Source: an optimization exercise on an open RTL-to-GDS flow (aim: small area). Production flows keep margins and buffers that such runs may drop.
Function was checked by simulation only, so behaviour that the tests miss may differ from the original.
Power and IR drop assume default switching activity.

Setup of v16:
## sns_lane
module sns_lane (
    input  wire         clk,
    input  wire         rst,
    input  wire         grp_valid,
    input  wire [7:0]   grp,
    input  wire         cfg_we,
    input  wire [2:0]   cfg_slot,
    input  wire [1:0]   cfg_sel,      
    input  wire [23:0]  cfg_wdata,
    output wire         smp_strobe,
    output wire [7:0]   smp_valid,
    output wire [7:0]   smp_ovr,
    output wire [191:0] smp_z,
    output reg          fast_strobe,
    output wire [7:0]   fast_valid,
    output wire [127:0] fast_f,
    output wire [7:0]   stuck
);
Settings: LEC_CHECK=0, CAP_MARGIN=20, CORE_MARGIN=2, CORE_UTILIZATION=40, SLEW_MARGIN=20; clock period 14.0 ns.
run.sh (not shown) runs the stock make flow with config.mk's settings and CLKGATE_MAP_FILE= SYNTH_SCRIPT=/design/flow/synth_recipe.tcl, a recipe that flattens the netlist after the stock synthesis.
### v16 -> v5
Settings: CTS_CLUSTER_SIZE: unset -> 30; CTS_CLUSTER_DIAMETER: unset -> 80; CORE_UTILIZATION: 40 -> 60.
==> flow/flow/run.sh (new file) <==
#!/bin/bash
# The standard layout, with the ports buffered by the smallest buffer
# (sky130_fd_sc_hd__buf_1) instead of the one buffer_ports picks itself.
set -euo pipefail
export BUFFER_PORTS_ARGS="-buffer_cell sky130_fd_sc_hd__buf_1"
bash standard.sh > standard_flow.log 2>&1
==> flow/standard.sh (new file) <==
#!/bin/bash
# synth_recipe.tcl (not shown) runs the flow's synth.tcl, then flattens the netlist and writes it again
# the make line also repeats each setting of config.mk as NAME=value (left out here)
make -C /OpenROAD-flow-scripts/flow DESIGN_CONFIG=/design/flow/config.mk WORK_HOME=/design/flow/orfs CLKGATE_MAP_FILE= SYNTH_SCRIPT=/design/flow/synth_recipe.tcl "${@:-finish}"
removed: flow/run.sh
==> comparison <==
v5 vs v16: average wire per standard cell up in v5
Delta (v5 minus v16): sequential cell area flat; max-slew headroom at the worst pin down 4.7 points; starting density of the core up 20 points.
Against v16 as the reference, v5 delivers a higher count of buffer and inverter cells on the critical path.
Higher design area among v16 and v5: v16
v5: multi-input logic portion of the cell area higher than v16
Input changes introduced in v9 (baseline for comparison: v5):
Settings: a change of CTS_CLUSTER_SIZE from 30 to 26; a change of CORE_UTILIZATION from 60 to 70.
==> notes.md <==
NOTE post-route cell area v5->v9 decreased slightly
Taking v5 as the reference, in v9 delay contributed by the slowest stage of the critical path picked up an extra 0.06 ns; peak supply drop picked up an extra about 9%; utilization picked up an extra 10 points.
Cell count sits lower in v9 than in v5.
Global-route track usage on met2 sits higher in v9 than in v5.
Compared with v5, v9 is the less power-hungry design.
Input changes introduced in v46 (baseline for comparison: v9):
Settings: CTS_CLUSTER_SIZE no longer set, was 26; CTS_CLUSTER_DIAMETER no longer set, was 80; CORE_UTILIZATION now 40, was 70.
--- outcome ---
Timing, DRC, antenna: 0 failures across v9 and v46
First-pass GRT wire length: lower on v9
Number of clock sinks came out exactly the same in v9 and v46.
Summary — leakage power, v46 relative to v9: higher, by 5.3%.
Against v9, total power in v46 rose by more than 10%.
Diff v9 -> v46: CTS H-tree depth has increased; source-to-sink clock delay at the later pin of the worst-skew pair has increased.
--- input diff v46..v38 ---
Settings: an added CTS_CLUSTER_DIAMETER of 80; an added CTS_CLUSTER_SIZE of 26; a change of CORE_UTILIZATION from 40 to 60.
Notes after the runs:
The run with more setup slack is v46; v38 has less.
v46 has higher via count of the first global-routing pass than v38.
Number of violations reported at the end of detailed-routing iteration 0 of v38 exceeds that of v46 by more than 10%.
Headroom to the max-slew limit: v46 and v38 compared, higher one is v38
Delta (v38 minus v46): detailed-route via count went down by 182; power went down by 2.0 mW.
Clock buffer instance count of the final layout (lower): v38
Relative to v46, floorplan die width decreased by about 18% in v38.

* * *

Setup of east:
sns_lane, a different RTL version from the one above (not shown whole).
For scale: ~6900 cells after synthesis, about 400 I/O pins, about 78000 um2 of cells after synthesis.
export LEC_CHECK = 0
export CAP_MARGIN = 20
export CORE_MARGIN = 2
export CORE_UTILIZATION = 70
export CTS_CLUSTER_DIAMETER = 80
export CTS_CLUSTER_SIZE = 32
export SLEW_MARGIN = 20
create_clock -name core_clock -period 14.0 [get_ports {clk}]
standard.sh (not shown) runs the stock make flow with config.mk's settings and CLKGATE_MAP_FILE= SYNTH_SCRIPT=/design/flow/synth_recipe.tcl, a recipe that flattens the netlist after the stock synthesis.
==> flow/flow/run.sh <==
#!/bin/bash
# The standard layout, with the ports buffered by the smallest buffer
# (sky130_fd_sc_hd__buf_1) instead of the one buffer_ports picks itself.
set -euo pipefail
export BUFFER_PORTS_ARGS="-buffer_cell sky130_fd_sc_hd__buf_1"
bash standard.sh > standard_flow.log 2>&1
east: flow completed, timing, DRC and antenna clean
[inputs] west vs east
- changing CTS_CLUSTER_SIZE from 32 to 26
Findings:
Share of power burned in combinational logic is higher on east. Summary of west over east: total power went up 1.2%, wire length of the first global-routing pass roughly the same. Between west and east, the difference in fmax is negligible. Diff west..east | hold buffer count at CTS | unchanged. The clock buffer count in west was higher than what east gave.

-- re-timing with driven ports --
In the flow no input, the clock included, has a driving cell. The finished layouts below were timed again as built, in two steps.
Step 1 sets driving cells, clkbuf_16 on the clock port and buf_2 on the other inputs (assumed; they add their load-dependent delay and slew).
Step 2, shift: input delay + t, output delay - t, t = (earliest + latest rising clock arrival at the registers) / 2. This alone moves slack from input paths to output paths.
Slacks: ideal / step 1 / step 2; pairs: ideal / step 1.
| run | t (ns) | slack for setup (ns) | worst hold slack (ns) | worst setup path after step 2 |
|---|---|---|---|---|
| v16 | 0.926 | 0.395 / 0.395 / 0.395 | 0.413 / 0.413 / 0.413 | register to register |
| v5 | 0.806 | 0.309 / 0.309 / 0.309 | 0.424 / 0.424 / 0.424 | register to register |
| v9 | 0.776 | 0.319 / 0.319 / 0.319 | 0.406 / 0.406 / 0.406 | register to register |
| v46 | 0.916 | 0.324 / 0.324 / 0.324 | 0.399 / 0.399 / 0.399 | register to register |
| v38 | 0.818 | 0.309 / 0.309 / 0.309 | 0.422 / 0.422 / 0.422 | register to register |
| east | 0.766 | 0.322 / 0.322 / 0.322 | 0.420 / 0.420 / 0.420 | register to register |
| west | 0.778 | 0.317 / 0.317 / 0.317 | 0.425 / 0.425 / 0.425 | register to register |
After both steps every run listed still meets setup and hold.
